From an optimization exercise on the open Yosys and OpenROAD flow, aimed at small area, a short achievable clock period and few clock cycles per item; shortcuts taken in it are not production practice.
The RTL was checked by simulation tests, not by an equivalence proof against the original design.

[design/flow/config.mk]
export PLATFORM = sky130hd
export DESIGN_NAME = fp8_dot_exact
export DESIGN_NICKNAME = fp8_dot_exact
export VERILOG_FILES = /design/flow/design.v
export SDC_FILE = /design/flow/constraint.sdc
export NUM_CORES = 4
export LEC_CHECK = 0
export CAP_MARGIN = 20
export CORE_MARGIN = 2
export CORE_UTILIZATION = 65
export PLACE_DENSITY = 0.75
export SLEW_MARGIN = 20
[design/flow/constraint.sdc]
create_clock -name core_clock -period 25.0 [get_ports {clk}]
set_input_delay 5.0000 -clock core_clock [delete_from_list [all_inputs] [get_ports {clk}]]
set_output_delay 5.0000 -clock core_clock [all_outputs]
set_load 0.01 [all_outputs]
[design/flow/design.v]
module fp8_decode (
    input  wire [7:0] x,
    input  wire       e5,       
    input  wire       kill,
    output wire [3:0] mant,
    output wire [4:0] sh,
    output wire       is_zero,
    output wire       is_inf,
    output wire       is_nan
);
    wire n4   = |x[6:3];
    wire nan4 = &x[6:0];            
    wire n5   = |x[6:2];
    wire top5 = &x[6:2];            
    assign is_nan  = e5 ? (top5 & |x[1:0]) : nan4;
    assign is_inf  = e5 & top5 & ~|x[1:0];
    assign is_zero = ~|x[6:0];
    assign mant    = (kill | (e5 ? top5 : nan4)) ? 4'd0
                   : (e5 ? {n5, x[1:0], 1'b0} : {n4, x[2:0]});
    assign sh      = e5 ? {x[6:3], x[2] | ~n5}
                        : {x[6], ~x[6], x[5:4], x[3] | ~n4};
endmodule
module fp8_lane_dec (
    input  wire [7:0] a,
    input  wire       a_e5,
    input  wire [7:0] b,
    input  wire       b_e5,
    input  wire       kill,
    output wire [3:0] ma,
    output wire [3:0] mb,
    output wire [4:0] sha,
    output wire [4:0] shb,
    output wire       neg,
    output wire       nan,
    output wire       inf
);
    wire       za, zb, ia, ib, na, nb;
    fp8_decode dec_a (.x(a), .e5(a_e5), .kill(kill), .mant(ma), .sh(sha),
                      .is_zero(za), .is_inf(ia), .is_nan(na));
    fp8_decode dec_b (.x(b), .e5(b_e5), .kill(kill), .mant(mb), .sh(shb),
                      .is_zero(zb), .is_inf(ib), .is_nan(nb));
    assign neg  = a[7] ^ b[7];
    wire   nn   = na | nb | (ia & zb) | (ib & za);
    assign nan  = nn & ~kill;
    assign inf  = ~nn & (ia | ib) & ~kill;
endmodule
module fp8_mul_lane (
    input  wire [3:0]  ma,
    input  wire [3:0]  mb,
    input  wire [4:0]  sha,
    input  wire [4:0]  shb,
    input  wire        neg,
    output wire [64:0] row
);
    wire [5:0] psh = sha + shb;    
    wire [7:0] q0 = {4'd0, ma & {4{mb[0]}}};
    wire [7:0] q1 = {3'd0, ma & {4{mb[1]}}, 1'd0};
    wire [7:0] q2 = {2'd0, ma & {4{mb[2]}}, 2'd0};
    wire [7:0] q3 = {1'd0, ma & {4{mb[3]}}, 3'd0};
    wire [7:0] u1 = q0 ^ q1 ^ q2;
    wire [7:0] v1 = {((q0 & q1) | (q0 & q2) | (q1 & q2)), 1'b0};
    wire [7:0] u2 = u1 ^ v1 ^ q3;
    wire [7:0] v2 = {((u1 & v1) | (u1 & q3) | (v1 & q3)), 1'b0};
    wire [7:0] pm = u2 + v2;
    wire [14:0] f0 = {{7{neg}}, pm ^ {8{neg}}};
    wire [14:0] f1 = psh[0] ? {f0[13:0], neg} : f0;
    wire [14:0] f2 = psh[1] ? {f1[12:0], {2{neg}}} : f1;
    wire [14:0] f3 = psh[2] ? {f2[10:0], {4{neg}}} : f2;
    wire [7:0]  dh;
    wire [71:0] full;
    genvar k, j;
    generate
        for (k = 0; k < 8; k = k + 1) begin : dec
            assign dh[k] = (psh[5:3] == k);
        end
        for (k = 0; k < 9; k = k + 1) begin : byt
            wire dk  = (k < 8) ? dh[k] : 1'b0;
            wire dk1 = (k > 0) ? dh[k-1] : 1'b0;
            wire nk  = neg & ~(dk | dk1);
            for (j = 0; j < 8; j = j + 1) begin : bt
                if (j < 7)
                    assign full[8*k+j] = (dk & f3[j]) | (dk1 & f3[j+8]) | nk;
                else
                    assign full[8*k+j] = (dk & f3[j]) | (neg & ~dk);
            end
        end
    endgenerate
    assign row = {~neg, full[67:4]};
endmodule
module acc_convert (
    input  wire        clk,
    input  wire        rst,
    input  wire        in_v,
    input  wire [88:0] acc,
    input  wire        f_nan,
    input  wire        f_pinf,
    input  wire        f_ninf,
    input  wire [2:0]  fmt,      
    input  wire [1:0]  mode,     
    input  wire        sat,
    input  wire [31:0] rword,
    output reg         out_v,
    output reg  [31:0] res
);
    wire        s = acc[88];
    wire [87:0] G = acc[87:0] ^ {88{s}};
    wire [87:0] D = acc[87:0] ^ acc[88:1];
    wire [127:0] gp = {40'd0, D};
    wire [63:0]  v1;  wire [63:0]  p1;
    wire [31:0]  v2;  wire [63:0]  p2;
    wire [15:0]  v3;  wire [47:0]  p3;
    wire [7:0]   v4;  wire [31:0]  p4;
    wire [3:0]   v5;  wire [19:0]  p5;
    wire [1:0]   v6;  wire [11:0]  p6;
    genvar i;
    generate
        for (i = 0; i < 64; i = i + 1) begin : l1
            assign v1[i] = gp[2*i+1] | gp[2*i];
            assign p1[i] = gp[2*i+1];
        end
        for (i = 0; i < 32; i = i + 1) begin : l2
            assign v2[i] = v1[2*i+1] | v1[2*i];
            assign p2[2*i +: 2] = v1[2*i+1] ? {1'b1, p1[2*i+1]} : {1'b0, p1[2*i]};
        end
        for (i = 0; i < 16; i = i + 1) begin : l3
            assign v3[i] = v2[2*i+1] | v2[2*i];
            assign p3[3*i +: 3] = v2[2*i+1] ? {1'b1, p2[2*(2*i+1) +: 2]} : {1'b0, p2[2*(2*i) +: 2]};
        end
        for (i = 0; i < 8; i = i + 1) begin : l4
            assign v4[i] = v3[2*i+1] | v3[2*i];
            assign p4[4*i +: 4] = v3[2*i+1] ? {1'b1, p3[3*(2*i+1) +: 3]} : {1'b0, p3[3*(2*i) +: 3]};
        end
        for (i = 0; i < 4; i = i + 1) begin : l5
            assign v5[i] = v4[2*i+1] | v4[2*i];
            assign p5[5*i +: 5] = v4[2*i+1] ? {1'b1, p4[4*(2*i+1) +: 4]} : {1'b0, p4[4*(2*i) +: 4]};
        end
        for (i = 0; i < 2; i = i + 1) begin : l6
            assign v6[i] = v5[2*i+1] | v5[2*i];
            assign p6[6*i +: 6] = v5[2*i+1] ? {1'b1, p5[5*(2*i+1) +: 5]} : {1'b0, p5[5*(2*i) +: 5]};
        end
    endgenerate
    wire [6:0] L  = v6[1] ? {1'b1, p6[11:6]} : {1'b0, p6[5:0]};
    wire       gz = ~(v6[1] | v6[0]);
    reg [6:0] tz;
    integer q;
    always @* begin
        tz = 7'd0;
        for (q = 87; q >= 0; q = q - 1)
            if (acc[q]) tz = q;
    end
    reg [6:0] EM;
    reg [4:0] SA;
    reg [7:0] EB;
    always @* begin
        case (fmt)
            3'd1:    begin EM = 7'd0;  SA = 5'd16; EB = 8'd94;  end
            3'd2:    begin EM = 7'd18; SA = 5'd13; EB = -8'd18; end
            3'd3:    begin EM = 7'd26; SA = 5'd20; EB = -8'd26; end
            3'd4:    begin EM = 7'd18; SA = 5'd21; EB = -8'd18; end
            default: begin EM = 7'd0;  SA = 5'd0;  EB = 8'd94;  end
        endcase
    end
    wire       lbig = L > EM;
    wire [6:0] sa   = lbig ? (L + {2'd0, SA}) : (EM + {2'd0, SA});
    wire [7:0] eb   = lbig ? ({1'b0, L} + EB) : ({1'b0, EM} + EB);    
    wire sticky = ({1'b0, tz} + 8'd55) < {1'b0, sa};
    reg        a_v, a_s, a_zero, a_nan, a_inf, a_ineg, a_ovinf, a_sticky;
    reg        a_rne, a_sr;
    reg [87:0] a_g;
    reg [6:0]  a_sa;
    reg [7:0]  a_eb;
    reg [31:0] a_rword;
    reg [2:0]  a_fmt;
    always @(posedge clk) begin
        a_v      <= in_v & ~rst;
        a_s      <= s;
        a_zero   <= ~s & gz;
        a_nan    <= f_nan | (f_pinf & f_ninf);
        a_inf    <= f_pinf | f_ninf;
        a_ineg   <= f_ninf;
        a_ovinf  <= ~sat & (mode != 2'd1);
        a_sticky <= sticky;
        a_rne    <= (mode == 2'd0);
        a_sr     <= (mode == 2'd2);
        a_g      <= G;
        a_sa     <= sa;
        a_eb     <= eb;
        a_rword  <= rword;
        a_fmt    <= fmt;
    end
    wire [142:0] X  = {a_g, {55{a_s}}};
    wire [120:0] x6 = a_sa[6] ? {42'd0, X[142:64]} : X[120:0];
    wire [88:0]  x5 = a_sa[5] ? x6[120:32] : x6[88:0];
    wire [72:0]  x4 = a_sa[4] ? x5[88:16] : x5[72:0];
    wire [64:0]  x3 = a_sa[3] ? x4[72:8] : x4[64:0];
    wire [60:0]  x2 = a_sa[2] ? x3[64:4] : x3[60:0];
    wire [58:0]  x1 = a_sa[1] ? x2[60:2] : x2[58:0];
    wire [56:0]  W  = a_sa[0] ? x1[57:1] : x1[56:0];
    wire [24:0]  m_raw = W[56:32];
    wire [31:0]  cut   = W[31:0];
    wire cin    = a_s & ~a_sticky;
    wire lo_any = |cut[30:0];
    wire lo_all = &cut[30:0];
    wire co     = cin & cut[31] & lo_all;
    wire half   = (cut[31] & ~lo_any & ~cin) | (~cut[31] & lo_all & cin);
    wire up_rne = (cut[31] & (lo_any | cin)) | ((a_sticky | m_raw[0]) & half);
    wire up_sr;
    bk_add #(.N(32)) rnd (.a(cut), .b(a_rword), .cin(cin), .y(), .cout(up_sr));
    wire inc_hi = a_rne ? up_rne : a_sr ? up_sr : co;
    wire [4:0]  ct     = a_sa[4:0] - 5'd24;                 
    wire [31:0] cmask  = ~(32'hFFFF_FFFE << ct);           
    wire        inc_lo;
    bk_add #(.N(32)) sradd (.a(a_g[31:0] | ~cmask), .b(a_rword & cmask), .cin(a_s),
                            .y(), .cout(inc_lo));
    wire        use_lo = a_sr & (a_sa >= 7'd24) & (a_sa <= 7'd55);
    wire        inc    = use_lo ? inc_lo : inc_hi;
    reg        b_v, b_s, b_zero, b_nan, b_inf, b_ineg, b_ovinf, b_inc;
    reg [24:0] b_m;
    reg [7:0]  b_eb;
    reg [2:0]  b_fmt;
    always @(posedge clk) begin
        b_v     <= a_v & ~rst;
        b_s     <= a_s;
        b_zero  <= a_zero;
        b_nan   <= a_nan;
        b_inf   <= a_inf;
        b_ineg  <= a_ineg;
        b_ovinf <= a_ovinf;
        b_inc   <= inc;
        b_m     <= m_raw;
        b_eb    <= a_eb;
        b_fmt   <= a_fmt;
    end
    wire [24:0] mm = b_m + {24'd0, b_inc};
    reg  [1:0]  hh;
    always @* begin
        case (b_fmt)
            3'd1:    hh = mm[8:7];
            3'd2:    hh = mm[11:10];
            3'd3:    hh = mm[4:3];
            3'd4:    hh = mm[3:2];
            default: hh = mm[24:23];
        endcase
    end
    wire [7:0] ee = b_eb + {6'd0, hh};
    wire over = (((b_fmt == 3'd2) | (b_fmt == 3'd4)) & (ee >= 8'd31)) |
                ((b_fmt == 3'd3) & ((ee > 8'd15) | ((ee == 8'd15) & (&mm[2:0]))));
    reg [31:0] SGN, NANC, INFC, MAXC, body;
    reg        HAS_INF;
    always @* begin
        SGN = 32'h8000_0000; NANC = 32'h7FC0_0000; INFC = 32'h7F80_0000;
        MAXC = 32'h7F7F_FFFF; HAS_INF = 1'b1;
        body = {1'b0, ee, mm[22:0]};
        case (b_fmt)
            3'd1: begin
                SGN = 32'h8000; NANC = 32'h7FC0; INFC = 32'h7F80; MAXC = 32'h7F7F;
                body = {17'd0, ee, mm[6:0]};
            end
            3'd2: begin
                SGN = 32'h8000; NANC = 32'h7E00; INFC = 32'h7C00; MAXC = 32'h7BFF;
                body = {17'd0, ee[4:0], mm[9:0]};
            end
            3'd3: begin
                SGN = 32'h80; NANC = 32'h7F; INFC = 32'h7E; MAXC = 32'h7E; HAS_INF = 1'b0;
                body = {25'd0, ee[3:0], mm[2:0]};
            end
            3'd4: begin
                SGN = 32'h80; NANC = 32'h7E; INFC = 32'h7C; MAXC = 32'h7B;
                body = {25'd0, ee[4:0], mm[1:0]};
            end
            default: ;
        endcase
    end
    reg [31:0] r;
    always @* begin
        if (b_nan)
            r = NANC;
        else if (b_inf)
            r = (b_ineg ? SGN : 32'd0) | (HAS_INF ? INFC : MAXC);
        else if (b_zero)
            r = 32'd0;
        else if (over)
            r = (b_s ? SGN : 32'd0) | ((HAS_INF && b_ovinf) ? INFC : MAXC);
        else
            r = (b_s ? SGN : 32'd0) | body;
    end
    always @(posedge clk) begin
        out_v <= b_v & ~rst;
        res   <= r;
    end
endmodule
module fp8_dot_exact #(
    parameter LANES = 8
) (
    input  wire                 clk,
    input  wire                 rst,
    input  wire                 in_valid,
    output wire                 in_ready,
    input  wire                 in_last,
    input  wire                 a_e5,
    input  wire                 b_e5,
    input  wire [8*LANES-1:0]   a,
    input  wire [8*LANES-1:0]   b,
    input  wire [2:0]           out_fmt,
    input  wire [1:0]           rnd_mode,
    input  wire                 sat,
    input  wire [31:0]          rword,
    output wire                 out_valid,
    output wire [31:0]          out_data
);
    assign in_ready = 1'b1;
    wire [4*LANES-1:0] d_ma, d_mb;
    wire [5*LANES-1:0] d_sha, d_shb;
    wire [LANES-1:0]   d_neg, d_nan, d_inf;
    genvar g;
    generate
        for (g = 0; g < LANES; g = g + 1) begin : ldec
            fp8_lane_dec dec (
                .a(a[8*g +: 8]), .a_e5(a_e5), .b(b[8*g +: 8]), .b_e5(b_e5),
                .kill(~in_valid),
                .ma(d_ma[4*g +: 4]), .mb(d_mb[4*g +: 4]),
                .sha(d_sha[5*g +: 5]), .shb(d_shb[5*g +: 5]),
                .neg(d_neg[g]), .nan(d_nan[g]), .inf(d_inf[g])
            );
        end
    endgenerate
    reg                r0_v, r0_last;
    reg [4*LANES-1:0]  r0_ma, r0_mb;
    reg [5*LANES-1:0]  r0_sha, r0_shb;
    reg [LANES-1:0]    r0_neg, r0_inf;
    reg                r0_nan;
    reg [2:0]          r0_fmt;
    reg [1:0]          r0_mode;
    reg                r0_sat;
    reg [31:0]         r0_rword;
    always @(posedge clk) begin
        r0_v     <= in_valid & ~rst;
        r0_last  <= in_last;
        r0_ma    <= d_ma;
        r0_mb    <= d_mb;
        r0_sha   <= d_sha;
        r0_shb   <= d_shb;
        r0_neg   <= d_neg;
        r0_inf   <= d_inf;
        r0_nan   <= |d_nan;
        r0_fmt   <= out_fmt;
        r0_mode  <= rnd_mode;
        r0_sat   <= sat;
        r0_rword <= rword;
    end
    wire [65*LANES-1:0] rows;
    wire [LANES-1:0]    l_neg = r0_neg;
    generate
        for (g = 0; g < LANES; g = g + 1) begin : lane
            fp8_mul_lane mul (
                .ma(r0_ma[4*g +: 4]), .mb(r0_mb[4*g +: 4]),
                .sha(r0_sha[5*g +: 5]), .shb(r0_shb[5*g +: 5]),
                .neg(r0_neg[g]), .row(rows[65*g +: 65])
            );
        end
    endgenerate
    reg [3:0] nneg;
    integer k;
    always @* begin
        nneg = 4'd0;
        for (k = 0; k < LANES; k = k + 1)
            nneg = nneg + {3'd0, l_neg[k]};
    end
    wire [67:0] x0 = {3'd0, rows[  0 +: 65]};
    wire [67:0] x1 = {3'd0, rows[ 65 +: 65]};
    wire [67:0] x2 = {3'd0, rows[130 +: 65]};
    wire [67:0] x3 = {3'd0, rows[195 +: 65]};
    wire [67:0] x4 = {3'd0, rows[260 +: 65]};
    wire [67:0] x5 = {3'd0, rows[325 +: 65]};
    wire [67:0] x6 = {3'd0, rows[390 +: 65]};
    wire [67:0] x7 = {3'd0, rows[455 +: 65]};
    wire [67:0] x8 = {64'd0, nneg};
    wire [67:0] s0 = x0 ^ x1 ^ x2;
    wire [67:0] c0 = {((x0 & x1) | (x0 & x2) | (x1 & x2)), 1'b0};
    wire [67:0] s1 = x3 ^ x4 ^ x5;
    wire [67:0] c1 = {((x3 & x4) | (x3 & x5) | (x4 & x5)), 1'b0};
    wire [67:0] s2 = x6 ^ x7 ^ x8;
    wire [67:0] c2 = {((x6 & x7) | (x6 & x8) | (x7 & x8)), 1'b0};
    wire [67:0] s3 = s0 ^ c0 ^ s1;
    wire [67:0] c3 = {((s0 & c0) | (s0 & s1) | (c0 & s1)), 1'b0};
    wire [67:0] s4 = c1 ^ s2 ^ c2;
    wire [67:0] c4 = {((c1 & s2) | (c1 & c2) | (s2 & c2)), 1'b0};
    wire [67:0] s5 = s3 ^ c3 ^ s4;
    wire [67:0] c5 = {((s3 & c3) | (s3 & s4) | (c3 & s4)), 1'b0};
    reg        r1_v, r1_last;
    reg [67:0] r1_s, r1_c, r1_d;
    reg        r1_nan, r1_pinf, r1_ninf;
    reg [2:0]  r1_fmt;
    reg [1:0]  r1_mode;
    reg        r1_sat;
    reg [31:0] r1_rword;
    always @(posedge clk) begin
        r1_v     <= r0_v & ~rst;
        r1_last  <= r0_last;
        r1_s     <= s5;
        r1_c     <= c5;
        r1_d     <= c4;
        r1_nan   <= r0_nan;
        r1_pinf  <= |(r0_inf & ~r0_neg);
        r1_ninf  <= |(r0_inf & r0_neg);
        r1_fmt   <= r0_fmt;
        r1_mode  <= r0_mode;
        r1_sat   <= r0_sat;
        r1_rword <= r0_rword;
    end
    reg        fresh;
    reg [88:0] acc;
    reg        f_nan, f_pinf, f_ninf;
    wire [88:0] acc_in = fresh ? 89'd0 : acc;
    wire [88:0] ys = {21'd0, r1_s};
    wire [88:0] yc = {21'd0, r1_c};
    wire [88:0] yd = {21'd0, r1_d};
    wire [88:0] t1s = acc_in ^ ys ^ yc;
    wire [88:0] t1c = {((acc_in & ys) | (acc_in & yc) | (ys & yc)), 1'b0};
    wire [88:0] t2s = t1s ^ t1c ^ yd;
    wire [88:0] t2c = {((t1s & t1c) | (t1s & yd) | (t1c & yd)), 1'b0};
    wire [21:0] k3s = ~(t2s[88:67] ^ t2c[88:67]);
    wire [21:0] k3c = t2s[88:67] | t2c[88:67];
    wire [88:0] t3s = {k3s, t2s[66:0]};
    wire [88:0] t3c = {k3c[20:0], 1'b0, t2c[66:0]};
    wire [88:0] acc_next;
    bk_add #(.N(89)) add (.a(t3s), .b(t3c), .cin(1'b0), .y(acc_next), .cout());
    reg        fin_v;
    reg [2:0]  fin_fmt;
    reg [1:0]  fin_mode;
    reg        fin_sat;
    reg [31:0] fin_rword;
    always @(posedge clk) begin
        if (rst) begin
            fresh <= 1'b1;
        end else if (r1_v) begin
            fresh <= r1_last;
        end
        acc    <= acc_next;
        f_nan  <= (~fresh & f_nan)  | r1_nan;
        f_pinf <= (~fresh & f_pinf) | r1_pinf;
        f_ninf <= (~fresh & f_ninf) | r1_ninf;
        fin_v     <= r1_v & r1_last & ~rst;
        fin_fmt   <= r1_fmt;
        fin_mode  <= r1_mode;
        fin_sat   <= r1_sat;
        fin_rword <= r1_rword;
    end
    acc_convert conv (
        .clk(clk), .rst(rst),
        .in_v(fin_v), .acc(acc), .f_nan(f_nan), .f_pinf(f_pinf), .f_ninf(f_ninf),
        .fmt(fin_fmt), .mode(fin_mode), .sat(fin_sat), .rword(fin_rword),
        .out_v(out_valid), .res(out_data)
    );
endmodule
module bk_add #(
    parameter N = 89
) (
    input  wire [N-1:0] a,
    input  wire [N-1:0] b,
    input  wire         cin,
    output wire [N-1:0] y,
    output wire         cout
);
    reg [N-1:0] p, G, P;
    integer i, d;
    always @* begin
        p = a ^ b;
        G = a & b;
        P = p;
        G[0] = G[0] | (P[0] & cin);
        for (d = 1; d < N; d = d * 2)
            for (i = 2*d - 1; i < N; i = i + 2*d) begin
                G[i] = G[i] | (P[i] & G[i-d]);
                P[i] = P[i] & P[i-d];
            end
        for (d = 64; d >= 1; d = d / 2)
            for (i = 3*d - 1; i < N; i = i + 2*d) begin
                G[i] = G[i] | (P[i] & G[i-d]);
                P[i] = P[i] & P[i-d];
            end
    end
    assign y    = p ^ {G[N-2:0], cin};
    assign cout = G[N-1];
endmodule
[design/flow/run.sh]
#!/bin/bash
# synth_recipe.tcl (not shown) runs the flow's synth.tcl, then flattens the netlist and writes it again
# the make line also repeats each setting of config.mk as NAME=value (left out here)
make -C /OpenROAD-flow-scripts/flow DESIGN_CONFIG=/design/flow/config.mk WORK_HOME=/design/flow/orfs CLKGATE_MAP_FILE= SYNTH_SCRIPT=/design/flow/synth_recipe.tcl finish
==> impl_metrics.json, run 1 <==
{
  "path_delay_family": "simple AND/OR/NAND/NOR gates",
  "setup_slack_ns": 17.73,
  "syn_nets": 7881,
  "yosysWarnings": 4,
  "cts_tree": "built",
  "final_cell_mix": "dfxtp_1, nand2_1, fa_1",
  "io_pins": 206,
  "place_congestion": 1.125,
  "ctsHoldBuffers": 0,
  "final_area_mm2": 0.06866,
  "tns_ns": 0,
  "area_growth_pct": 9.039,
  "syn-cell-area_mm2": 0.06297,
  "synth_compound_area_frac": 0.1719,
  "place_ws_ns": 17.35,
  "syn_area_per_cell_um2": 9.261,
  "vias_per_cell": 6.866,
  "cts_setup_buffers": 0,
  "drt-wirelength-per-cell_um": 29.21,
  "crit_type": "register to register",
  "use_met1": 0.5313,
  "drv_cap": 0,
  "grt_max_degree": 71,
  "row_count": 114,
  "drive_above_1_share": 0.06723,
  "track_usage": 0.4759,
  "hold_viol": 0,
  "busiest_layer": "met2",
  "clk_latency_ns": 0.72,
  "use_met3": 0.1538,
  "synth_top_family_by_area": "adder cells",
  "initial_utilization": 0.6540,
  "routed_wl_mm": 237.9,
  "critPathMaxFanout": 58,
  "outcome": "no timing/DRC/antenna violations",
  "cp.buffers_inverters": 2,
  "grt_pass1_wl_mm": 348.5,
  "die_w_um": 315.2,
  "grt_pass1_vias": 54990,
  "antenna_found_initial": 15,
  "period_needed_ns": 7.272,
  "worst_pin_slew_ns": 1.395,
  "critPathRequiredTime_ns": 25.52,
  "fin_worst_skew_ns": 0.04925,
  "rsz0062_at_grt": "false",
  "synth_edf_count": 0,
  "grt_use_met2": 0.7290,
  "clock_path_buffers": 3,
  "synthFlopType": "dfxtp_1",
  "synth-adder-area-share": 0.2478,
  "drc": 0,
  "vias": 55900,
  "end_kind": "register",
  "synth.mux.area_fraction": 0.08417,
  "layout_commonest_cell": "dfxtp_1",
  "cts_root_buffer": "clkbuf_16",
  "die_h_um": 315.2,
  "placed_area_mm2": 0.06564,
  "die-area_mm2": 0.09938,
  "ys_types": 88,
  "port_buffers": 204,
  "clkTransAtPathRegs_ns": 0.06,
  "min_path_type": "register to register",
  "slew_headroom": 0.06999,
  "async_flop_share": 0,
  "postCtsResizedCells": 0,
  "core_mm2": 0.09628,
  "cp_cell_sequence": "buf_4 > mux4_2 > inv_1 > o21ai_0 > mux4_2 > mux2i_1 > mux2i_1 > nor4_1 > nand4_1 > or4_1 > a21oi_1 > o21ai_1 > and4_1",
  "nNetsFinal": 7876,
  "slowest_stage": "a21oi_1",
  "yosysSeqAreaShare": 0.2537,
  "max_stage_delay_ns": 0.93,
  "synth_xor_area_frac": 0.04952,
  "first_pass_iters": 12,
  "synthSimpleGateAreaFrac": 0.1395,
  "syn_inst": 6799,
  "numCtsBuffers": 83,
  "drt_iter0_markers": 7598,
  "finalMaxSlewViolations": 0,
  "h-tree-depth": 3,
  "dp_hpwl_mm": 183.1,
  "clock-sinks": 798,
  "max_freq_mhz": 137.5,
  "startpoint_type": "register",
  "setup_violations": 0,
  "overflow": 0,
  "ys_ff_latch": 798,
  "min_period_over_period": 0.2909,
  "ant_nets": 0,
  "cp.arrival_ns": 7.79
}
[layer usage]
metal	up-vias	share of wire
met5	-	0.00038
met4	4	0.11
met3	1179	0.11
met2	3985	0.44
met1	26630	0.34
li1	24110	-
[worst register-to-register path, stage by stage, from the launching register on]
cell,delay (ns)
dfxtp_4,0.74
buf_4,0.76
mux4_2,0.66
inv_1,0.11
o21ai_0,0.15
mux4_2,0.54
mux2i_1,0.35
mux2i_1,0.29
nor4_1,0.47
nand4_1,0.69
or4_1,0.76
a21oi_1,0.93
o21ai_1,0.23
and4_1,0.42
[per-stage QoR]
stage / utilization / std cells / hold WS, ns
after global placement: 0.6815 / 7979 / 0.3098
after floorplan: - / 6799 / 0.3096
final: 0.7131 / 8142 / 0.2979
after global routing: 0.7130 / 8138 / 0.2932
after detailed placement: 0.6817 / 7980 / 0.3121
after CTS: 0.7119 / 8128 / 0.3229
[layout make-up]
| class | instances | area [µm²] |
|---|---|---|
| antenna | 9 | 22.52 |
| clock buffer | 109 | 2336 |
| clock inverter | 39 | 565.5 |
| fill | 6825 | 27620 |
| inverter | 494 | 1857 |
| multi-input combinational | 5141 | 43710 |
| sequential | 798 | 15990 |
| tap | 1276 | 1597 |
| timing repair buffer | 276 | 2581 |
[cells by family after synthesis]
group / after synthesis
AO/OA/AOI/OAI: 1567
AND/OR/NAND/NOR: 1882
other: 1
buffers and inverters: 860
XOR/XNOR: 356
flip-flops: 798
multiplexers: 425
adder cells (fa/ha/maj): 910
[Yosys cell counts, drive strengths merged, types with 30 or more instances]
cell type  count  area share
nand2        576       0.034
inv          490       0.029
nand3        140       0.011
ha           348       0.069
nand2b        56      0.0056
a211oi        63      0.0075
nor4          36      0.0036
xnor2        188       0.026
dfxtp        798        0.25
o221ai       111       0.015
nor2         554       0.033
mux2i        264       0.042
nor3         110      0.0088
a221oi       244       0.034
buf           86      0.0070
and3          37      0.0037
or4           32      0.0038
mux4          75       0.027
or3           30      0.0030
a21o         122       0.015
a21oi        347       0.028
fa           562        0.18
o211ai        35      0.0042
a31oi         36      0.0036
xor2         168       0.023
and2         109       0.011
nand4         34      0.0034
o21ai        303       0.024
mux2          86       0.015
clkbuf       280       0.017
nor2b         95      0.0094
[flip-flops by register name, summed over array words and instances (netlist names), 7 cells and up]
signal,count
r0_shb,40
conv.b_eb,8
r0_rword,32
conv.a_sa,7
conv.b_m,25
r0_ma,32
r0_mb,32
conv.res,32
fin_rword,32
conv.a_eb,8
acc,89
conv.a_g,88
r1_rword,32
conv.a_rword,32
r1_s,66
r0_inf,8
r1_c,66
r1_d,65
r0_neg,8
r0_sha,40
[final timing paths]
check / endpoint / cells after the start / from / slack [ns]
setup / recovery: conv.b_inc$_DFF_P_ / 13 / conv.a_sa[6]$_DFF_P_ / 17.73
hold / removal: fin_rword[19]$_DFF_P_ / 0 / r1_rword[19]$_DFF_P_ / 0.30
setup reg to reg: conv.b_inc$_DFF_P_ / 13 / conv.a_sa[6]$_DFF_P_ / 17.73
hold reg to reg: fin_rword[19]$_DFF_P_ / 0 / r1_rword[19]$_DFF_P_ / 0.30
Testbench counts, summed over its fixed seeds: cycles 36,788, beats 36,740.
==> inputs of run 2 (changes only) <==
--- a/design/flow/design.v
+++ b/design/flow/design.v
@@ -40,9 +40,8 @@
     fp8_decode dec_b (.x(b), .e5(b_e5), .kill(kill), .mant(mb), .sh(shb),
                       .is_zero(zb), .is_inf(ib), .is_nan(nb));
     assign neg  = a[7] ^ b[7];
-    wire   nn   = na | nb | (ia & zb) | (ib & za);
-    assign nan  = nn & ~kill;
-    assign inf  = ~nn & (ia | ib) & ~kill;
+    assign nan  = (na | nb | (ia & zb) | (ib & za)) & ~kill;
+    assign inf  = (ia | ib) & ~kill;
 endmodule
 module fp8_mul_lane (
     input  wire [3:0]  ma,
@@ -163,11 +162,12 @@
     wire       lbig = L > EM;
     wire [6:0] sa   = lbig ? (L + {2'd0, SA}) : (EM + {2'd0, SA});
     wire [7:0] eb   = lbig ? ({1'b0, L} + EB) : ({1'b0, EM} + EB);    
-    wire sticky = ({1'b0, tz} + 8'd55) < {1'b0, sa};
+    wire [7:0] tzp    = {1'b0, tz} + 8'd55 - {3'd0, SA};
+    wire       sticky = (tzp < {1'b0, L}) | (tzp < {1'b0, EM});
     reg        a_v, a_s, a_zero, a_nan, a_inf, a_ineg, a_ovinf, a_sticky;
     reg        a_rne, a_sr;
     reg [87:0] a_g;
-    reg [6:0]  a_sa;
+    reg [6:0]  a_sa, a_san;
     reg [7:0]  a_eb;
     reg [31:0] a_rword;
     reg [2:0]  a_fmt;
@@ -184,18 +184,26 @@
         a_sr     <= (mode == 2'd2);
         a_g      <= G;
         a_sa     <= sa;
+        a_san    <= ~sa;
         a_eb     <= eb;
         a_rword  <= rword;
         a_fmt    <= fmt;
     end
     wire [142:0] X  = {a_g, {55{a_s}}};
-    wire [120:0] x6 = a_sa[6] ? {42'd0, X[142:64]} : X[120:0];
-    wire [88:0]  x5 = a_sa[5] ? x6[120:32] : x6[88:0];
-    wire [72:0]  x4 = a_sa[4] ? x5[88:16] : x5[72:0];
-    wire [64:0]  x3 = a_sa[3] ? x4[72:8] : x4[64:0];
-    wire [60:0]  x2 = a_sa[2] ? x3[64:4] : x3[60:0];
-    wire [58:0]  x1 = a_sa[1] ? x2[60:2] : x2[58:0];
-    wire [56:0]  W  = a_sa[0] ? x1[57:1] : x1[56:0];
+    wire [120:0] x6 = {a_san[6] ? X[120:60] : {42'd0, X[142:124]},
+                       a_sa[6]  ? X[123:64] : X[59:0]};
+    wire [88:0]  x5 = {a_san[5] ? x6[88:44] : x6[120:76],
+                       a_sa[5]  ? x6[75:32] : x6[43:0]};
+    wire [72:0]  x4 = {a_san[4] ? x5[72:36] : x5[88:52],
+                       a_sa[4]  ? x5[51:16] : x5[35:0]};
+    wire [64:0]  x3 = {a_san[3] ? x4[64:32] : x4[72:40],
+                       a_sa[3]  ? x4[39:8]  : x4[31:0]};
+    wire [60:0]  x2 = {a_san[2] ? x3[60:30] : x3[64:34],
+                       a_sa[2]  ? x3[33:4]  : x3[29:0]};
+    wire [58:0]  x1 = {a_san[1] ? x2[58:29] : x2[60:31],
+                       a_sa[1]  ? x2[30:2]  : x2[28:0]};
+    wire [56:0]  W  = {a_san[0] ? x1[56:28] : x1[57:29],
+                       a_sa[0]  ? x1[28:1]  : x1[27:0]};
     wire [24:0]  m_raw = W[56:32];
     wire [31:0]  cut   = W[31:0];
     wire cin    = a_s & ~a_sticky;
@@ -327,8 +335,7 @@
     reg                r0_v, r0_last;
     reg [4*LANES-1:0]  r0_ma, r0_mb;
     reg [5*LANES-1:0]  r0_sha, r0_shb;
-    reg [LANES-1:0]    r0_neg, r0_inf;
-    reg                r0_nan;
+    reg [LANES-1:0]    r0_neg, r0_inf, r0_nan;
     reg [2:0]          r0_fmt;
     reg [1:0]          r0_mode;
     reg                r0_sat;
@@ -342,7 +349,7 @@
         r0_shb   <= d_shb;
         r0_neg   <= d_neg;
         r0_inf   <= d_inf;
-        r0_nan   <= |d_nan;
+        r0_nan   <= d_nan;
         r0_fmt   <= out_fmt;
         r0_mode  <= rnd_mode;
         r0_sat   <= sat;
@@ -400,9 +407,9 @@
         r1_s     <= s5;
         r1_c     <= c5;
         r1_d     <= c4;
-        r1_nan   <= r0_nan;
-        r1_pinf  <= |(r0_inf & ~r0_neg);
-        r1_ninf  <= |(r0_inf & r0_neg);
+        r1_nan   <= |r0_nan;
+        r1_pinf  <= |(r0_inf & ~r0_nan & ~r0_neg);
+        r1_ninf  <= |(r0_inf & ~r0_nan & r0_neg);
         r1_fmt   <= r0_fmt;
         r1_mode  <= r0_mode;
         r1_sat   <= r0_sat;
--- a/design/flow/config.mk
+++ b/design/flow/config.mk
@@ -7,6 +7,5 @@
 export LEC_CHECK = 0
 export CAP_MARGIN = 20
 export CORE_MARGIN = 2
-export CORE_UTILIZATION = 65
-export PLACE_DENSITY = 0.75
-export SLEW_MARGIN = 20
+export CORE_UTILIZATION = 40
+export SLEW_MARGIN = 45
==> run 2 against run 1 <==
Effect of this change:
- global-route usage down 20 points
- via count shrank 4.9%
- critical endpoint is now out_data[5]
- clock skew is 0.0034 ns lower
==> impl_metrics.json, run 2 <==
{
  "vias_per_cell": 5.888,
  "outcome": "no timing/DRC/antenna violations",
  "io_pins": 206,
  "setup_violations": 0,
  "top_register": "acc",
  "biggestRegsByFlops": "acc (89), conv.a_g (88)",
  "clock_path_buffers": 3,
  "drv_cap": 0,
  "cts_setup_buffers": 0,
  "die-area_mm2": 0.1616,
  "reg2reg_depth": 18,
  "slowest_stage": "clkdlybuf4s50_1",
  "nNetsFinal": 7975,
  "startpoint_type": "register",
  "layout_commonest_cell": "dfxtp_1",
  "h-tree-depth": 3,
  "syn_area_per_cell_um2": 9.219,
  "critPathMaxFanout": 1,
  "cts_root_buffer": "clkbuf_16",
  "clkTransAtPathRegs_ns": 0.06,
  "die_h_um": 402,
  "first_pass_iters": 9,
  "numCtsBuffers": 90,
  "final_area_mm2": 0.07103,
  "path_delay_family": "buffers and inverters",
  "grt_pass1_vias": 52510,
  "path_depth": 1,
  "grt_pass1_wl_mm": 339.7,
  "synth_area_leaders": "dfxtp_1, fa_1, ha_1",
  "min_path_type": "register to register",
  "place_congestion": 1.058,
  "cts_tree": "built",
  "vias": 53190,
  "yosysWarnings": 4,
  "final_cell_mix": "dfxtp_1, nand2_1, fa_1",
  "synth_top_area_frac": 0.2566,
  "worst_pin_slew_ns": 0.8619,
  "core_mm2": 0.1578,
  "hold_ws_ns": 0.3240,
  "initial_utilization": 0.4015,
  "place_ws_ns": 18.13,
  "syn-cell-area_mm2": 0.06336,
  "syn_nets": 7966,
  "cp.buffers_inverters": 1,
  "clock-sinks": 812,
  "drt_iter0_markers": 5014,
  "ant_nets": 0,
  "track_usage": 0.2783,
  "postCtsResizedCells": 0,
  "async_flop_share": 0,
  "synthFlopType": "dfxtp_1",
  "largest_reg_flops": 89,
  "fin_worst_skew_ns": 0.04586,
  "tns_ns": 0,
  "period_needed_ns": 6.598,
  "synth_common_cells": "dfxtp_1, nand2_1, fa_1, nor2_1, inv_1",
  "port_buffers": 204,
  "max_freq_mhz": 151.6,
  "synth_most_common_cell": "dfxtp_1",
  "synth_edf_count": 0,
  "max_stage_delay_ns": 0.55,
  "cp.arrival_ns": 1.60,
  "yosysSeqAreaShare": 0.2566,
  "placed_area_mm2": 0.06764,
  "crit_type": "register to output port",
  "dp_hpwl_mm": 184.9,
  "min_period_over_period": 0.2639,
  "drt-wirelength-per-cell_um": 25.39,
  "end_kind": "output port",
  "cp_cell_sequence": "clkdlybuf4s50_1",
  "setup_slack_ns": 18.40,
  "syn_inst": 6873,
  "area_growth_pct": 12.10,
  "die_w_um": 402,
  "finalMaxSlewViolations": 0,
  "drive_above_1_share": 0.08521,
  "ys_types": 87,
  "ctsHoldBuffers": 0,
  "slew_headroom": 0.4193,
  "hold_viol": 0,
  "holdPathStages": 0,
  "yosys.area.top_type": "dfxtp_1",
  "routed_wl_mm": 229.4,
  "clk_latency_ns": 0.74,
  "grt_max_degree": 92,
  "overflow": 0,
  "antenna_found_initial": 3,
  "ys_ff_latch": 812,
  "row_count": 146,
  "drc": 0,
  "critPathRequiredTime_ns": 20.00,
  "rsz0062_at_grt": "false"
}
[run 2: cell count changes after synthesis, sizes merged, moves of 22 or more]
cell,before,now
buf,86,60
nor2,554,532
mux4,75,36
nor3,110,77
clkbuf,280,306
mux2,86,125
o21ai,303,344
[run 2: area by class of cell]
| class | count | area [µm²] |
|---|---|---|
| sequential | 812 | 16270 |
| inverter | 482 | 1809 |
| multi-input combinational | 5213 | 44480 |
| tap | 2072 | 2592 |
| clock buffer | 118 | 2600 |
| clock inverter | 51 | 636.9 |
| fill | 15290 | 86800 |
| timing repair buffer | 283 | 2636 |
| antenna | 3 | 7.507 |
[run 2: final timing paths]
| path | startpoint | to | slack (ns) |
|---|---|---|---|
| worst max-delay path | conv.res[5]$_DFF_P_ | out_data[5] | 18.40 |
| worst min-delay path | conv.a_ineg$_DFF_P_ | conv.b_ineg$_DFF_P_ | 0.32 |
| worst max register to register | r0_ma[17]$_SDFF_PP0_ | r1_s[42]$_DFF_P_ | 18.68 |
| worst min register to register | conv.a_ineg$_DFF_P_ | conv.b_ineg$_DFF_P_ | 0.32 |
[run 2: kinds of logic (layout without fill, tap and decap cells)]
kind of cell | after synthesis | after routing | share of synthesized area
AND/OR/NAND/NOR | 1849 | 1849 | 0.1379
AO/OA/AOI/OAI | 1661 | 1661 | 0.1792
adder cells (fa/ha/maj) | 921 | 921 | 0.2486
buffers and inverters | 848 | 934 | 0.05154
flip-flops | 812 | 812 | 0.2566
multiplexers | 424 | 424 | 0.07680
XOR/XNOR | 357 | 357 | 0.04935
other | 1 | 4 | 0.00005918
[run 2: layer usage]
metal	global-route usage	up-vias	routed length, µm
met4	0.2014	4	19870
li1	-	24360	-
met5	0	-	26
met3	0.05687	696	17630
met1	0.3495	25590	93100
met2	0.4253	2539	98760
[run 2: through the flow]
step	std cells	utilization
6_report	9034	0.4500
5_1_grt	9031	0.4500
4_1_cts	9028	0.4491
3_5_place_dp	8859	0.4286
3_3_place_gp	8857	0.4252
2_1_floorplan	6873	-
Testbench counts of run 2, summed over its fixed seeds: cycles 36,788, beats 36,740.
==> inputs of run 3 (changes only) <==
--- a/design/flow/config.mk
+++ b/design/flow/config.mk
@@ -7,5 +7,6 @@
 export LEC_CHECK = 0
 export CAP_MARGIN = 20
 export CORE_MARGIN = 2
-export CORE_UTILIZATION = 40
-export SLEW_MARGIN = 45
+export CORE_UTILIZATION = 65
+export PLACE_DENSITY = 0.75
+export SLEW_MARGIN = 20
==> run 3 against run 2 <==
Effect of this change:
- register-to-register slack got worse by 0.19 ns
- cell area fell by 2.6%
- clock skew rose by 0.011 ns
- still clean
- worst setup slack improved by 0.027 ns
- critical path depth did not move
==> impl_metrics.json, run 3 <==
{
  "outcome": "no timing/DRC/antenna violations",
  "r2r_slack_ns": 18.49,
  "yosys.area.top_type": "dfxtp_1",
  "yosysWarnings": 4,
  "overflow": 0,
  "fin_worst_skew_ns": 0.05729,
  "path_depth": 1,
  "antenna_found_initial": 19,
  "cp_cell_sequence": "clkdlybuf4s50_1",
  "drt_iter0_markers": 7835,
  "crit_end": "out_data[4]",
  "dp_hpwl_mm": 183.5,
  "syn_nets": 7966,
  "startpoint_type": "register",
  "port_buffers": 204,
  "clkTransAtPathRegs_ns": 0.07,
  "period_needed_ns": 6.572,
  "die_w_um": 316.2,
  "die-area_mm2": 0.09999,
  "initial_utilization": 0.6552,
  "nNetsFinal": 7952,
  "area_growth_pct": 9.230,
  "clock_path_buffers": 3,
  "biggestRegsByFlops": "acc (89), conv.a_g (88)",
  "slew_headroom": 0.07030,
  "ant_nets": 0,
  "cp.arrival_ns": 1.57,
  "synth_edf_count": 0,
  "die_h_um": 316.2,
  "io_pins": 206,
  "crit_type": "register to output port",
  "end_kind": "output port",
  "vias": 56250,
  "syn_inst": 6873,
  "async_flop_share": 0,
  "grt_max_degree": 92,
  "finalMaxSlewViolations": 0,
  "vias_per_cell": 6.838,
  "cts_tree": "built",
  "cts_root_buffer": "clkbuf_16",
  "ys_ff_latch": 812,
  "drc": 0,
  "synth_common_cells": "dfxtp_1, nand2_1, fa_1, nor2_1, inv_1",
  "reg2reg_depth": 21,
  "largest_reg_flops": 89,
  "max_stage_delay_ns": 0.54,
  "slowest_stage": "clkdlybuf4s50_1",
  "synth_top_area_frac": 0.2566,
  "final_cell_mix": "dfxtp_1, nand2_1, fa_1",
  "place_congestion": 1.119,
  "critPathMaxFanout": 1,
  "drive_above_1_share": 0.06581,
  "finalNonFillerCells": 8226,
  "synth_area_leaders": "dfxtp_1, fa_1, ha_1",
  "min_period_over_period": 0.2629,
  "top_register": "acc",
  "crit_start": "conv.res[4]$_DFF_P_",
  "r2r_start": "fresh$_SDFFE_PP1P_",
  "cts_setup_buffers": 0,
  "clk_latency_ns": 0.73,
  "max_freq_mhz": 152.2,
  "holdPathStages": 0,
  "worst_pin_slew_ns": 1.356,
  "yosysSeqAreaShare": 0.2566,
  "setup_violations": 0,
  "synth_most_common_cell": "dfxtp_1",
  "r2r-end": "acc[87]$_DFF_P_",
  "rsz0062_at_grt": "false",
  "routed_wl_mm": 236.0,
  "grt_pass1_vias": 54310,
  "drt-wirelength-per-cell_um": 28.69,
  "ctsHoldBuffers": 0,
  "syn_area_per_cell_um2": 9.219,
  "tns_ns": 0,
  "cp.buffers_inverters": 1,
  "numCtsBuffers": 84,
  "min_path_type": "register to register",
  "track_usage": 0.4637,
  "placed_cells": 8049,
  "hold_viol": 0,
  "path_delay_family": "buffers and inverters",
  "postCtsResizedCells": 0,
  "core_mm2": 0.09671,
  "ys_types": 87,
  "grt_pass1_wl_mm": 343.0,
  "hold_ws_ns": 0.3187,
  "synthFlopType": "dfxtp_1",
  "drv_cap": 0,
  "row_count": 114,
  "syn-cell-area_mm2": 0.06336,
  "first_pass_iters": 13,
  "clock-sinks": 812,
  "critPathRequiredTime_ns": 20.00,
  "layout_commonest_cell": "dfxtp_1",
  "h-tree-depth": 3
}
## run 3: kinds of logic after synthesis
family / synth area share
AO/OA/AOI/OAI: 0.1792
XOR/XNOR: 0.04935
adder cells (fa/ha/maj): 0.2486
buffers and inverters: 0.05154
flip-flops: 0.2566
multiplexers: 0.07680
other: 0.00005918
AND/OR/NAND/NOR: 0.1379
## run 3: through the flow
stage / area, µm² / setup WS, ns / utilization
after floorplan: 63360 / 18.61 / -
after global placement: 66030 / 18.16 / 0.6827
after detailed placement: 66030 / 18.12 / 0.6827
after CTS: 69080 / 18.40 / 0.7143
after global routing: 69170 / 18.25 / 0.7152
final: 69210 / 18.43 / 0.7157
## run 3: cell type report
cell class              count  area, µm²
clock inverters            49      740.7
diodes                     21      52.55
inverters                 482       1809
fillers                  7316      27500
repair buffers            266       2497
well taps                1276       1597
flip-flops and latches    812      16270
multi-input cells        5213      43940
clock buffers             107       2308
## run 3: how the worst min path moves through the flow
stage	from	end
after floorplan	fin_rword[0]$_DFF_P_	conv.a_rword[0]$_DFF_P_
after global placement	r1_rword[8]$_DFF_P_	fin_rword[8]$_DFF_P_
after detailed placement	r1_rword[18]$_DFF_P_	fin_rword[18]$_DFF_P_
after CTS	r0_rword[13]$_DFF_P_	r1_rword[13]$_DFF_P_
after global routing	r0_rword[13]$_DFF_P_	r1_rword[13]$_DFF_P_
final	r1_rword[4]$_DFF_P_	fin_rword[4]$_DFF_P_
## run 3: per-layer routing
metal,GRT usage,part of all wire,vias to the layer above
li1,-,-,24360
met4,0.3902,0.11,10
met5,0.004261,0.00052,-
met2,0.7003,0.43,3969
met3,0.1523,0.12,1214
met1,0.5347,0.35,26700
==> inputs of run 4 (changes only) <==
--- a/design/flow/design.v
+++ b/design/flow/design.v
@@ -149,26 +149,27 @@
     end
     reg [6:0] EM;
     reg [4:0] SA;
-    reg [7:0] EB;
     always @* begin
         case (fmt)
-            3'd1:    begin EM = 7'd0;  SA = 5'd16; EB = 8'd94;  end
-            3'd2:    begin EM = 7'd18; SA = 5'd13; EB = -8'd18; end
-            3'd3:    begin EM = 7'd26; SA = 5'd20; EB = -8'd26; end
-            3'd4:    begin EM = 7'd18; SA = 5'd21; EB = -8'd18; end
-            default: begin EM = 7'd0;  SA = 5'd0;  EB = 8'd94;  end
+            3'd1:    begin EM = 7'd0;  SA = 5'd16; end
+            3'd2:    begin EM = 7'd18; SA = 5'd13; end
+            3'd3:    begin EM = 7'd26; SA = 5'd20; end
+            3'd4:    begin EM = 7'd18; SA = 5'd21; end
+            default: begin EM = 7'd0;  SA = 5'd0;  end
         endcase
     end
     wire       lbig = L > EM;
     wire [6:0] sa   = lbig ? (L + {2'd0, SA}) : (EM + {2'd0, SA});
-    wire [7:0] eb   = lbig ? ({1'b0, L} + EB) : ({1'b0, EM} + EB);    
     wire [7:0] tzp    = {1'b0, tz} + 8'd55 - {3'd0, SA};
     wire       sticky = (tzp < {1'b0, L}) | (tzp < {1'b0, EM});
+    wire [7:0] tzq    = {1'b0, tz} + 8'd24 - {3'd0, SA};
+    wire       ge_cm1 = (tzq >= {1'b0, L}) & (tzq >= {1'b0, EM});
+    wire       ge_c   = (tzq > {1'b0, L}) & (tzq > {1'b0, EM});
     reg        a_v, a_s, a_zero, a_nan, a_inf, a_ineg, a_ovinf, a_sticky;
+    reg        a_gecm1, a_gec;
     reg        a_rne, a_sr;
     reg [87:0] a_g;
     reg [6:0]  a_sa, a_san;
-    reg [7:0]  a_eb;
     reg [31:0] a_rword;
     reg [2:0]  a_fmt;
     always @(posedge clk) begin
@@ -180,12 +181,13 @@
         a_ineg   <= f_ninf;
         a_ovinf  <= ~sat & (mode != 2'd1);
         a_sticky <= sticky;
+        a_gecm1  <= ge_cm1;
+        a_gec    <= ge_c;
         a_rne    <= (mode == 2'd0);
         a_sr     <= (mode == 2'd2);
         a_g      <= G;
         a_sa     <= sa;
         a_san    <= ~sa;
-        a_eb     <= eb;
         a_rword  <= rword;
         a_fmt    <= fmt;
     end
@@ -207,11 +209,10 @@
     wire [24:0]  m_raw = W[56:32];
     wire [31:0]  cut   = W[31:0];
     wire cin    = a_s & ~a_sticky;
-    wire lo_any = |cut[30:0];
-    wire lo_all = &cut[30:0];
-    wire co     = cin & cut[31] & lo_all;
-    wire half   = (cut[31] & ~lo_any & ~cin) | (~cut[31] & lo_all & cin);
-    wire up_rne = (cut[31] & (lo_any | cin)) | ((a_sticky | m_raw[0]) & half);
+    wire co     = a_s & a_gec;
+    wire rbit   = W[31] ^ (a_s & a_gecm1);
+    wire lbit   = W[32] ^ co;
+    wire up_rne = co | (rbit & (~a_gecm1 | lbit));
     wire up_sr;
     bk_add #(.N(32)) rnd (.a(cut), .b(a_rword), .cin(cin), .y(), .cout(up_sr));
     wire inc_hi = a_rne ? up_rne : a_sr ? up_sr : co;
@@ -222,6 +223,17 @@
                             .y(), .cout(inc_lo));
     wire        use_lo = a_sr & (a_sa >= 7'd24) & (a_sa <= 7'd55);
     wire        inc    = use_lo ? inc_lo : inc_hi;
+    reg [7:0] EBS;
+    always @* begin
+        case (a_fmt)
+            3'd1:    EBS = 8'd94 - 8'd16;
+            3'd2:    EBS = -8'd18 - 8'd13;
+            3'd3:    EBS = -8'd26 - 8'd20;
+            3'd4:    EBS = -8'd18 - 8'd21;
+            default: EBS = 8'd94;
+        endcase
+    end
+    wire [7:0] eb = {1'b0, a_sa} + EBS;
     reg        b_v, b_s, b_zero, b_nan, b_inf, b_ineg, b_ovinf, b_inc;
     reg [24:0] b_m;
     reg [7:0]  b_eb;
@@ -236,7 +248,7 @@
         b_ovinf <= a_ovinf;
         b_inc   <= inc;
         b_m     <= m_raw;
-        b_eb    <= a_eb;
+        b_eb    <= eb;
         b_fmt   <= a_fmt;
     end
     wire [24:0] mm = b_m + {24'd0, b_inc};
@@ -382,18 +394,24 @@
     wire [67:0] x6 = {3'd0, rows[390 +: 65]};
     wire [67:0] x7 = {3'd0, rows[455 +: 65]};
     wire [67:0] x8 = {64'd0, nneg};
-    wire [67:0] s0 = x0 ^ x1 ^ x2;
-    wire [67:0] c0 = {((x0 & x1) | (x0 & x2) | (x1 & x2)), 1'b0};
-    wire [67:0] s1 = x3 ^ x4 ^ x5;
-    wire [67:0] c1 = {((x3 & x4) | (x3 & x5) | (x4 & x5)), 1'b0};
-    wire [67:0] s2 = x6 ^ x7 ^ x8;
-    wire [67:0] c2 = {((x6 & x7) | (x6 & x8) | (x7 & x8)), 1'b0};
-    wire [67:0] s3 = s0 ^ c0 ^ s1;
-    wire [67:0] c3 = {((s0 & c0) | (s0 & s1) | (c0 & s1)), 1'b0};
-    wire [67:0] s4 = c1 ^ s2 ^ c2;
-    wire [67:0] c4 = {((c1 & s2) | (c1 & c2) | (s2 & c2)), 1'b0};
-    wire [67:0] s5 = s3 ^ c3 ^ s4;
-    wire [67:0] c5 = {((s3 & c3) | (s3 & s4) | (c3 & s4)), 1'b0};
+    wire [67:0] s0, c0_r;
+    csa #(.W(68)) u_s0 (.a(x0), .b(x1), .c(x2), .s(s0), .co(c0_r));
+    wire [67:0] c0 = {c0_r[66:0], 1'b0};
+    wire [67:0] s1, c1_r;
+    csa #(.W(68)) u_s1 (.a(x3), .b(x4), .c(x5), .s(s1), .co(c1_r));
+    wire [67:0] c1 = {c1_r[66:0], 1'b0};
+    wire [67:0] s2, c2_r;
+    csa #(.W(68)) u_s2 (.a(x6), .b(x7), .c(x8), .s(s2), .co(c2_r));
+    wire [67:0] c2 = {c2_r[66:0], 1'b0};
+    wire [67:0] s3, c3_r;
+    csa #(.W(68)) u_s3 (.a(s0), .b(c0), .c(s1), .s(s3), .co(c3_r));
+    wire [67:0] c3 = {c3_r[66:0], 1'b0};
+    wire [67:0] s4, c4_r;
+    csa #(.W(68)) u_s4 (.a(c1), .b(s2), .c(c2), .s(s4), .co(c4_r));
+    wire [67:0] c4 = {c4_r[66:0], 1'b0};
+    wire [67:0] s5, c5_r;
+    csa #(.W(68)) u_s5 (.a(s3), .b(c3), .c(s4), .s(s5), .co(c5_r));
+    wire [67:0] c5 = {c5_r[66:0], 1'b0};
     reg        r1_v, r1_last;
     reg [67:0] r1_s, r1_c, r1_d;
     reg        r1_nan, r1_pinf, r1_ninf;
@@ -422,10 +440,12 @@
     wire [88:0] ys = {21'd0, r1_s};
     wire [88:0] yc = {21'd0, r1_c};
     wire [88:0] yd = {21'd0, r1_d};
-    wire [88:0] t1s = acc_in ^ ys ^ yc;
-    wire [88:0] t1c = {((acc_in & ys) | (acc_in & yc) | (ys & yc)), 1'b0};
-    wire [88:0] t2s = t1s ^ t1c ^ yd;
-    wire [88:0] t2c = {((t1s & t1c) | (t1s & yd) | (t1c & yd)), 1'b0};
+    wire [88:0] t1s, t1c_r;
+    csa #(.W(89)) u_t1s (.a(acc_in), .b(ys), .c(yc), .s(t1s), .co(t1c_r));
+    wire [88:0] t1c = {t1c_r[87:0], 1'b0};
+    wire [88:0] t2s, t2c_r;
+    csa #(.W(89)) u_t2s (.a(t1s), .b(t1c), .c(yd), .s(t2s), .co(t2c_r));
+    wire [88:0] t2c = {t2c_r[87:0], 1'b0};
     wire [21:0] k3s = ~(t2s[88:67] ^ t2c[88:67]);
     wire [21:0] k3c = t2s[88:67] | t2c[88:67];
     wire [88:0] t3s = {k3s, t2s[66:0]};
@@ -490,3 +510,19 @@
     assign y    = p ^ {G[N-2:0], cin};
     assign cout = G[N-1];
 endmodule
+module csa #(
+    parameter W = 68
+) (
+    input  wire [W-1:0] a,
+    input  wire [W-1:0] b,
+    input  wire [W-1:0] c,
+    output wire [W-1:0] s,
+    output wire [W-1:0] co
+);
+    genvar i;
+    generate
+        for (i = 0; i < W; i = i + 1) begin : fa
+            assign {co[i], s[i]} = {1'b0, a[i]} + {1'b0, b[i]} + {1'b0, c[i]};
+        end
+    endgenerate
+endmodule
--- a/design/flow/config.mk
+++ b/design/flow/config.mk
@@ -7,6 +7,5 @@
 export LEC_CHECK = 0
 export CAP_MARGIN = 20
 export CORE_MARGIN = 2
-export CORE_UTILIZATION = 65
-export PLACE_DENSITY = 0.75
-export SLEW_MARGIN = 20
+export CORE_UTILIZATION = 40
+export SLEW_MARGIN = 45
==> run 4 against run 3 <==
Effect of this change:
- cell area increased by 2.0%
- sequential share of layout area decreased by 0.62 points
- routed wire length decreased by 0.64%
- die area increased by 60%
- synthesized cell count about the same
- core utilization decreased by 26 points
- global-route usage decreased by 17 points
- maximum frequency decreased by 1.4%
- largest cell class unchanged
==> impl_metrics.json, run 4 <==
{
  "outcome": "no timing/DRC/antenna violations",
  "cts_setup_buffers": 0,
  "hold_viol": 0,
  "grt_pass1_wl_mm": 341.3,
  "r2r_start": "acc[86]$_DFF_P_",
  "critPathRequiredTime_ns": 25.56,
  "grt_pass1_vias": 50530,
  "cp.arrival_ns": 7.23,
  "h-tree-depth": 3,
  "placed_cells": 8859,
  "r2r_slack_ns": 18.33,
  "vias": 52130,
  "multi_input_area_mm2": 0.04377,
  "drv_cap": 0,
  "finalNonFillerCells": 9028,
  "clk_latency_ns": 0.73,
  "nNetsFinal": 8005,
  "startpoint_type": "register",
  "row_count": 145,
  "clock_path_buffers": 3,
  "syn_inst": 6868,
  "syn_area_per_cell_um2": 9.115,
  "synth_most_common_cell": "dfxtp_1",
  "crit_type": "register to register",
  "clock-sinks": 806,
  "slew_headroom": 0.4306,
  "ys_types": 99,
  "crit_end": "conv.a_gecm1$_DFF_P_",
  "tns_ns": 0,
  "synth_area_leaders": "dfxtp_1, fa_1, ha_1",
  "finalMaxSlewViolations": 0,
  "async_flop_share": 0,
  "io_pins": 206,
  "ff_latch_area_mm2": 0.01615,
  "worst_pin_slew_ns": 0.8540,
  "yosysSeqAreaShare": 0.2578,
  "clkTransAtPathRegs_ns": 0.07,
  "setup_violations": 0,
  "drive_above_1_share": 0.08265,
  "max_freq_mhz": 150.0,
  "fin_worst_skew_ns": 0.05990,
  "largest_reg_flops": 89,
  "dp_hpwl_mm": 189.9,
  "layout_commonest_cell": "dfxtp_1",
  "syn-cell-area_mm2": 0.06260,
  "final_cell_mix": "dfxtp_1, fa_1, nand2_1",
  "ctsHoldBuffers": 0,
  "period_needed_ns": 6.666,
  "syn_nets": 7980,
  "numCtsBuffers": 90,
  "drc": 0,
  "yosys.area.top_type": "dfxtp_1",
  "biggestRegsByFlops": "acc (89), conv.a_g (88)",
  "first_pass_iters": 6,
  "ys_ff_latch": 806,
  "rsz0062_at_grt": "false",
  "ant_nets": 0,
  "place_ws_ns": 18.14,
  "die-area_mm2": 0.1597,
  "r2r-end": "conv.a_gecm1$_DFF_P_",
  "die_h_um": 399.6,
  "place_congestion": 1.044,
  "synth_common_cells": "dfxtp_1, fa_1, nor2_1, nand2_1, inv_1",
  "vias_per_cell": 5.774,
  "cts_tree": "built",
  "min_path_type": "register to register",
  "initial_utilization": 0.4017,
  "yosysWarnings": 4,
  "n_fill_cell": 15020,
  "end_kind": "register",
  "grt_max_degree": 68,
  "top_register": "acc",
  "drt_iter0_markers": 4865,
  "crit_start": "acc[86]$_DFF_P_",
  "synth_edf_count": 0,
  "die_w_um": 399.6,
  "port_buffers": 204,
  "antenna_found_initial": 9,
  "track_usage": 0.2893,
  "overflow": 0,
  "min_period_over_period": 0.2666,
  "area_growth_pct": 12.77,
  "postCtsResizedCells": 0,
  "routed_wl_mm": 234.5,
  "synthFlopType": "dfxtp_1",
  "drt-wirelength-per-cell_um": 25.98,
  "synth_top_area_frac": 0.2578,
  "critPathMaxFanout": 9,
  "setup_slack_ns": 18.33,
  "core_mm2": 0.1558,
  "cts_root_buffer": "clkbuf_16",
  "reg2reg_depth": 25
}
run 4: cell types whose count changed after synthesis, sizes merged, moves of 30 or more:
cell,previous run,this run
a221oi,256,163
o221ai,97,203
o21ai,344,376
mux4,36,6
nand2,571,529
inv,480,529
a21oi,364,419
run 4: logic make-up (layout without fill, tap and decap cells):
family                     after synthesis  in the layout  share of synthesized area
xor gates and xnor gates               363            363                    0.05079
buffers and inverters                  896            997                    0.05421
AOI/OAI and AO/OA                     1694           1694                     0.1819
DFF                                    806            806                     0.2578
adders and majority gates              940            940                     0.2556
other                                    1              2                 0.00005990
and+or+nand+nor                       1786           1786                     0.1349
muxes                                  382            382                    0.06476
run 4: layer usage:
layer	vias to the layer above	wire length (µm)	GRT usage
met2	2175	102200	0.4516
met4	10	17810	0.1847
met1	25280	97780	0.3712
met3	557	16610	0.04813
met5	-	60	0
li1	24110	-	-
run 4: area by class of cell:
type | instances | share of cell area
Clock inverter | 57 | 0.01234
Inverter | 533 | 0.02834
Timing Repair Buffer | 296 | 0.03867
Antenna cell | 1 | 0.00003545
Tap cell | 2058 | 0.03648
Clock buffer | 111 | 0.03531
Multi-Input combinational cell | 5166 | 0.6200
Sequential cell | 806 | 0.2288
run 4: worst min path at each step:
stage | startpoint | end | depth (start not counted) | slack [ns]
2_1_floorplan | fin_rword[0]$_DFF_P_ | conv.a_rword[0]$_DFF_P_ | 0 | 0.31
6_report | conv.a_zero$_DFF_P_ | conv.b_zero$_DFF_P_ | 0 | 0.32
3_5_place_dp | r1_rword[27]$_DFF_P_ | fin_rword[27]$_DFF_P_ | 0 | 0.31
3_3_place_gp | r1_rword[15]$_DFF_P_ | fin_rword[15]$_DFF_P_ | 0 | 0.31
4_1_cts | conv.a_zero$_DFF_P_ | conv.b_zero$_DFF_P_ | 0 | 0.32
5_1_grt | conv.a_zero$_DFF_P_ | conv.b_zero$_DFF_P_ | 0 | 0.32
run 4: worst max-delay path, stage by stage (launching register included):
cell,delay [ns]
dfxtp_1,0.51
inv_1,0.13
ha_1,0.25
o31ai_1,0.20
a211oi_1,0.14
o31ai_1,0.22
a211oi_1,0.12
o31ai_1,0.22
a211oi_1,0.13
o31ai_1,0.23
a21boi_0,0.15
o311ai_0,0.42
a31oi_1,0.27
nor4_1,0.65
o31ai_1,0.28
ha_1,0.29
inv_1,0.07
fa_1,0.20
inv_1,0.05
a21o_1,0.17
a21oi_1,0.25
xnor2_1,0.25
ha_1,0.32
a21o_1,0.19
a2111oi_0,0.62
a32oi_1,0.13
run 4: per-stage QoR:
step	hold WS, ns	utilization	instance area, µm²
after floorplan	0.3096	-	62600
after global placement	0.3105	0.4271	66560
after detailed placement	0.3121	0.4308	67140
after CTS	0.3178	0.4524	70510
after global routing	0.3225	0.4530	70590
final	0.3176	0.4530	70590
Testbench counts of run 4, summed over its fixed seeds: cycles 36,788, beats 36,740.

-- what the ideal ports hide --
No port has a modelled driver above. Below, the same layouts with a new extraction and two added sets of constraints.
Step 1 (the two cells are an assumption about what drives the block):
set clk [get_ports {clk}]
set_driving_cell -lib_cell sky130_fd_sc_hd__clkbuf_16 $clk
set_driving_cell -lib_cell sky130_fd_sc_hd__buf_2 [delete_from_list [all_inputs] $clk]
Step 2 times the ports against the registers' clock, not the clock port: input delays grow and output delays shrink by t, the midpoint of the rising clock arrivals with the driver on.
a / b / c = ideal / step 1 / step 2; a / b = the first two.
| run | t, ns | setup WS [ns] | latest minus earliest clock arrival (ns) |
|---|---|---|---|
| run 1 | 0.776 | 17.728 / 17.728 / 17.319 | 0.067 / 0.067 |
| run 2 | 0.792 | 18.402 / 18.326 / 18.082 | 0.046 / 0.046 |
| run 3 | 0.784 | 18.428 / 18.351 / 18.040 | 0.057 / 0.058 |
| run 4 | 0.790 | 18.334 / 18.324 / 18.112 | 0.074 / 0.074 |
After both steps every run listed still meets setup and hold. For run 1, which loses most, drivers alone change the setup slack by 0.000 ns; drivers and shift together by -0.409 ns.
